This is an optimization exercise on Yosys and OpenROAD, whose aim is small area and a short achievable clock period, not a production implementation.
The RTL was checked by simulation tests, not by an equivalence proof against the original design.
Power and IR drop assume default switching activity.

==> inputs of job 6560 <==
==> flow/design.v (excerpt) <==
module frer_recov (
    input  wire        clk,
    input  wire        rst,              
    input  wire        cfg_we,
    input  wire [2:0]  cfg_stream,
    input  wire        cfg_en,           
    input  wire [5:0]  cfg_hist_len_m1,  
    input  wire [10:0] cfg_reset_fr,     
    input  wire        cfg_recov_reset,  
    input  wire        in_valid,
    input  wire [2:0]  in_stream,
    input  wire        in_tagged,
    input  wire [15:0] in_seq,
    input  wire        tick,
    output reg         out_valid,
    output reg         out_pass,
    output reg  [2:0]  out_why,
    input  wire        rd_en,
    input  wire [2:0]  rd_stream,
    input  wire [3:0]  rd_sel,
    output reg         rd_valid,
    output reg  [15:0] rd_data
);
==> flow/config.mk <==
export PLATFORM = sky130hd
export DESIGN_NAME = frer_recov
export DESIGN_NICKNAME = frer_recov
export VERILOG_FILES = /design/flow/design.v
export SDC_FILE = /design/flow/constraint.sdc
export NUM_CORES = 4
export LEC_CHECK = 0
export CAP_MARGIN = 35
export CORE_MARGIN = 2
export CORE_UTILIZATION = 30
export CTS_CLUSTER_DIAMETER = 100
export CTS_CLUSTER_SIZE = 20
export SLEW_MARGIN = 35
export SYNTH_HIERARCHICAL = 1
==> flow/constraint.sdc <==
create_clock -name core_clock -period 60.0 [get_ports {clk}]
set_input_delay 12.0000 -clock core_clock [delete_from_list [all_inputs] [get_ports {clk}]]
set_output_delay 12.0000 -clock core_clock [all_outputs]
set_load 0.01 [all_outputs]
standard.sh (not shown) runs the stock make flow with config.mk's settings and CLKGATE_MAP_FILE= SYNTH_SCRIPT=/design/flow/synth_recipe.tcl, a recipe that flattens the netlist after the stock synthesis.
==> flow/flow/run.sh <==
#!/bin/bash
# Standard ORFS layout (the standard.sh, standard synthesis unchanged).
# Up to clock tree synthesis, the resizer's setup repair is asked to keep a
# large margin, so that it sizes the paths from the inputs instead of leaving
# minimum-size cells on them; routing and finishing then run as standard.
set -euo pipefail
bash standard.sh SETUP_SLACK_MARGIN=45.5 TNS_END_PERCENT=100 cts > make_cts.log 2>&1
bash standard.sh finish > make_finish.log 2>&1
==> job 3074 (differences from job 6560) <==
--- a/flow/design.v
+++ b/flow/design.v
@@ -121,10 +121,22 @@
         begin
             t = {1'b0, a} + {10'd0, b};
             sat_inc = t[16] ? 16'hFFFF : t[15:0];
         end
     endfunction
+    wire [2:0]  g_type = out_pass ? 3'd0 :
+                         (out_why == WHY_DUP)     ? 3'd1 :
+                         (out_why == WHY_ROGUE)   ? 3'd3 :
+                         (out_why == WHY_TAGLESS) ? 3'd6 : 3'd7;
+    wire [15:0] g_old  = cnt[p_stream][g_type];
+    wire        g_clr  = p_rd_clr && p_rd_stream == p_stream && p_rd_cnt == g_type;
+    wire [15:0] g_base = g_clr ? 16'd0 : g_old;
+    wire [15:0] g_cnt  = (&g_base) ? g_base : g_base + 16'd1;
+    wire [15:0] o_old  = cnt[p_stream][2];
+    wire        o_clr  = p_rd_clr && p_rd_stream == p_stream && p_rd_cnt == 3'd2;
+    wire [15:0] o_base = o_clr ? 16'd0 : o_old;
+    wire [15:0] g_ooo  = (&o_base) ? o_base : o_base + 16'd1;
     reg        hit, upd, cr, ta1, fire, clr, kill;
     reg [16:0] cy;
     reg [9:0]  base;
     reg [6:0]  inc [0:7];
     always @(*) begin
@@ -168,16 +180,20 @@
             for (k = 0; k < 8; k = k + 1) begin
                 clr  = p_rd_clr && p_rd_stream == s[2:0] && p_rd_cnt == k[2:0];
                 kill = p_rst || clr;
                 if (k == 4) begin
                     st_cnt[s][k] = sat_inc(kill ? 16'd0 : cnt[s][k], inc[k]);
-                end else begin
+                end else if (k == 5) begin
                     cy[0] = inc[k][0] && !(&cnt[s][k]);
                     for (j = 0; j < 16; j = j + 1)
                         cy[j+1] = cy[j] && cnt[s][k][j];
                     for (j = 0; j < 16; j = j + 1)
                         st_cnt[s][k][j] = kill ? (j == 0 && inc[k][0]) : (cnt[s][k][j] ^ cy[j]);
+                end else if (k == 2) begin
+                    st_cnt[s][k] = inc[k][0] ? g_ooo : (kill ? 16'd0 : cnt[s][k]);
+                end else begin
+                    st_cnt[s][k] = (hit && g_type == k[2:0]) ? g_cnt : (kill ? 16'd0 : cnt[s][k]);
                 end
             end
             if (p_rst) begin
                 st_take_any[s] = 1'b1;
                 st_recov_z[s]  = 1'b1;
@@ -298,30 +314,30 @@
     wire        dl_zero = (dl == 6'd0);
     wire        ahead   = hi_zero && !dl_zero && (dl <= s_hl_m1);
     wire        behind  = (hi_zero && dl_zero) ||
                           (hi_ones && !dl_zero && (~dl < s_hl_m1));
     assign      s_lo    = {1'b0, s_hl_m1} + 7'd1 - {1'b0, dl};
-    reg [47:0] back_s;
     integer s;
+    reg [2:0] lo_i [0:7];
+    reg [2:0] hi_i [0:7];
+    reg [7:0] bw_i;
     always @(*)
-        for (s = 0; s < 8; s = s + 1)
-            back_s[6*s +: 6] = v_recov[16*s +: 6] - q_lo;
-    wire [5:0]  back = back_s[6*in_stream +: 6];
-    reg [31:0] lv1;
-    reg [15:0] lv2;
-    reg [7:0]  lv3;
-    reg [3:0]  lv4;
-    reg [1:0]  lv5;
+        for (s = 0; s < 8; s = s + 1) begin
+            lo_i[s] = v_recov[16*s +: 3] - q_lo[2:0];
+            bw_i[s] = v_recov[16*s +: 3] < q_lo[2:0];
+            hi_i[s] = v_recov[16*s+3 +: 3] - q_lo[5:3];
+        end
+    wire [2:0] lo_x = lo_i[in_stream];
+    wire [2:0] hi_x = hi_i[in_stream];
+    wire       bw_x = bw_i[in_stream];
+    reg  [7:0] g;
     integer m;
-    always @(*) begin
-        for (m = 0; m < 32; m = m + 1) lv1[m] = back[0] ? s_hist[2*m+1] : s_hist[2*m];
-        for (m = 0; m < 16; m = m + 1) lv2[m] = back[1] ? lv1[2*m+1] : lv1[2*m];
-        for (m = 0; m < 8;  m = m + 1) lv3[m] = back[2] ? lv2[2*m+1] : lv2[2*m];
-        for (m = 0; m < 4;  m = m + 1) lv4[m] = back[3] ? lv3[2*m+1] : lv3[2*m];
-        for (m = 0; m < 2;  m = m + 1) lv5[m] = back[4] ? lv4[2*m+1] : lv4[2*m];
-    end
-    wire        dup  = back[5] ? lv5[1] : lv5[0];
+    always @(*)
+        for (m = 0; m < 8; m = m + 1)
+            g[m] = s_hist[8*m + lo_x];
+    wire [2:0] hi_m = hi_x - 3'd1;
+    wire       dup  = bw_x ? g[hi_m] : g[hi_x];
     wire        pre_pass = s_en && in_tagged && (s_take_any || ahead);
     wire        pre_look = s_en && in_tagged && !s_take_any && !ahead && behind;
     reg  [2:0]  pre_why;
     always @(*) begin
         if (!s_en)
@@ -347,25 +363,52 @@
     input  wire [1023:0] v_cnt,
     output reg  [15:0]   rd_mux
 );
     wire [7:0]  rd_s1 = 8'd1 << rd_stream;
     wire [15:0] rd_k1 = 16'd1 << rd_sel;
-    reg         rsel;
-    integer s, k;
+    wire [127:0] part;
+    genvar g;
+    generate
+        for (g = 0; g < 8; g = g + 1) begin : st
+            frer_recov_rd1 u (
+                .pick(rd_s1[g]), .k1(rd_k1[13:0]), .ta(v_ta[g]),
+                .recov_z(v_recov_z[g]), .hist_z(v_hist_z[g]),
+                .recov(v_recov[16*g +: 16]), .hist(v_hist[64*g +: 64]),
+                .cnt(v_cnt[128*g +: 128]), .word(part[16*g +: 16]));
+        end
+    endgenerate
+    integer s;
     always @(*) begin
         rd_mux = 16'd0;
-        for (s = 0; s < 8; s = s + 1) begin
-            for (k = 0; k < 8; k = k + 1) begin
-                rsel = rd_s1[s] && rd_k1[k];
-                rd_mux = rd_mux | (v_cnt[128*s+16*k +: 16] & {16{rsel}});
-            end
-            rsel = rd_s1[s] && rd_k1[8] && !v_recov_z[s];
-            rd_mux = rd_mux | (v_recov[16*s +: 16] & {16{rsel}});
-            rsel = rd_s1[s] && rd_k1[9];
-            rd_mux = rd_mux | {15'd0, v_ta[s] && rsel};
-            for (k = 0; k < 4; k = k + 1) begin
-                rsel = rd_s1[s] && rd_k1[10+k] && !v_hist_z[s];
-                rd_mux = rd_mux | (v_hist[64*s+16*k +: 16] & {16{rsel}});
-            end
+        for (s = 0; s < 8; s = s + 1)
+            rd_mux = rd_mux | part[16*s +: 16];
+    end
+endmodule
+module frer_recov_rd1 (
+    input  wire         pick,
+    input  wire [13:0]  k1,
+    input  wire         ta,
+    input  wire         recov_z,
+    input  wire         hist_z,
+    input  wire [15:0]  recov,
+    input  wire [63:0]  hist,
+    input  wire [127:0] cnt,
+    output reg  [15:0]  word
+);
+    reg     rsel;
+    integer k;
+    always @(*) begin
+        word = 16'd0;
+        for (k = 0; k < 8; k = k + 1) begin
+            rsel = pick && k1[k];
+            word = word | (cnt[16*k +: 16] & {16{rsel}});
+        end
+        rsel = pick && k1[8] && !recov_z;
+        word = word | (recov & {16{rsel}});
+        rsel = pick && k1[9];
+        word = word | {15'd0, ta && rsel};
+        for (k = 0; k < 4; k = k + 1) begin
+            rsel = pick && k1[10+k] && !hist_z;
+            word = word | (hist[16*k +: 16] & {16{rsel}});
         end
     end
 endmodule
CORE_UTILIZATION = 40   (was 30)
==> results.txt <==
Between job 3074 and job 6560, the lower worst hold slack is in job 3074 (gap 1.1 ps).
In job 3074 the power is smaller than in job 6560, by about 4%.
In job 3074 the area after synthesis is lower than in job 6560, by 5.1%.
Of job 6560 and job 3074, job 3074 has the higher first-iteration DRC count (gap 2.7%, measured against job 3074).
In job 6560 the via count is higher than in job 3074, by 4.0%.
In combinational power, job 3074 and job 6560 hardly differ.
Count of clock-buffer cells in the layout: job 6560 is higher than job 3074 (19).
Of job 6560 and job 3074, job 3074 has the higher sequential share of layout area (gap 3.7 points).
In job 6560 the clock skew is higher than in job 3074, by 64 ps.
Between job 6560 and job 3074, the lower register-to-register slack is in job 3074 (gap 30 ps).
==> figures <==
| quantity | job 6560 | job 3074 |
|---|---|---|
| Number of global-route vias before repair | 95,500 | 95,000 |
| Launch point of the worst path | rd_sel[1] | in_seq[0] |
| Sum of internal, switching and leakage power | 2.83 mW | 2.72 mW |
| Required time of the worst setup path | 60,730 ps | 60,770 ps |
| CP endpoint | rd_data[13]$_DFF_P_ | out_why[1]$_DFF_P_ |
| Detailed placer's ending HPWL | 514 mm | 445 mm |
| Outcome | no timing/DRC/antenna violations | no timing/DRC/antenna violations |
| R2R Setup Slk | 46,330 ps | 46,300 ps |
| Routed wire length per instance | 40.4 µm | 40.1 µm |
| Global Route met2 Usage | 46.2% | 56.9% |
| Maximum vdd drop | 20.8 µV | 35.7 µV |
| Combined area of all synthesized cells | 0.112 mm² | 0.106 mm² |
| Standard cell core area | 0.372 mm² | 0.265 mm² |
| Power attributed to the clock group | 1.00 mW | 0.889 mW |
| Die Ht | 616 µm | 520 µm |
| N_diodes | 151 | 36 |
| Placed cells | 16,400 | 14,800 |
| Slew of the pin with the lowest slew margin | 1130 ps | 1210 ps |
| Shortest clock period the worst path allows after layout | 15,390 ps | 15,680 ps |
| Worst Setup Slack post-DPL | 42,400 ps | 42,110 ps |
| Clock-pin slew of the registers on the worst-case setup and hold paths | 80 ps | 90 ps |
| Multi-input gates | 8,497 | 8,370 |

## afterwards: timing with drivers on the ports
The flow's constraints put no driver on any port. The routed layouts listed below were extracted and timed again, unchanged, in two steps. Step 1 sets driving cells, clkbuf_16 on the clock port and buf_2 on the other inputs (assumed; they add their load-dependent delay and slew). Step 2 adds t to the input delays and takes it off the output delays; t is the mean of the earliest and latest rising clock arrival at the registers after step 1. Input paths then give back, and output paths get back, about the clock's delay inside the block. Slacks: ideal ports / drivers / drivers and shift; pairs: ideal ports / drivers.
run | t (ns) | slack for setup (ns) | worst register clock-pin slew, ns
job 6560 | 1.031 | 44.610 / 44.530 / 43.499 | 0.11 / 0.11
job 3074 | 0.970 | 44.316 / 44.189 / 43.218 | 0.10 / 0.10
After both steps every run listed still meets setup and hold. For job 6560, which loses most, drivers alone change the setup slack by -0.080 ns; drivers and shift together by -1.111 ns.
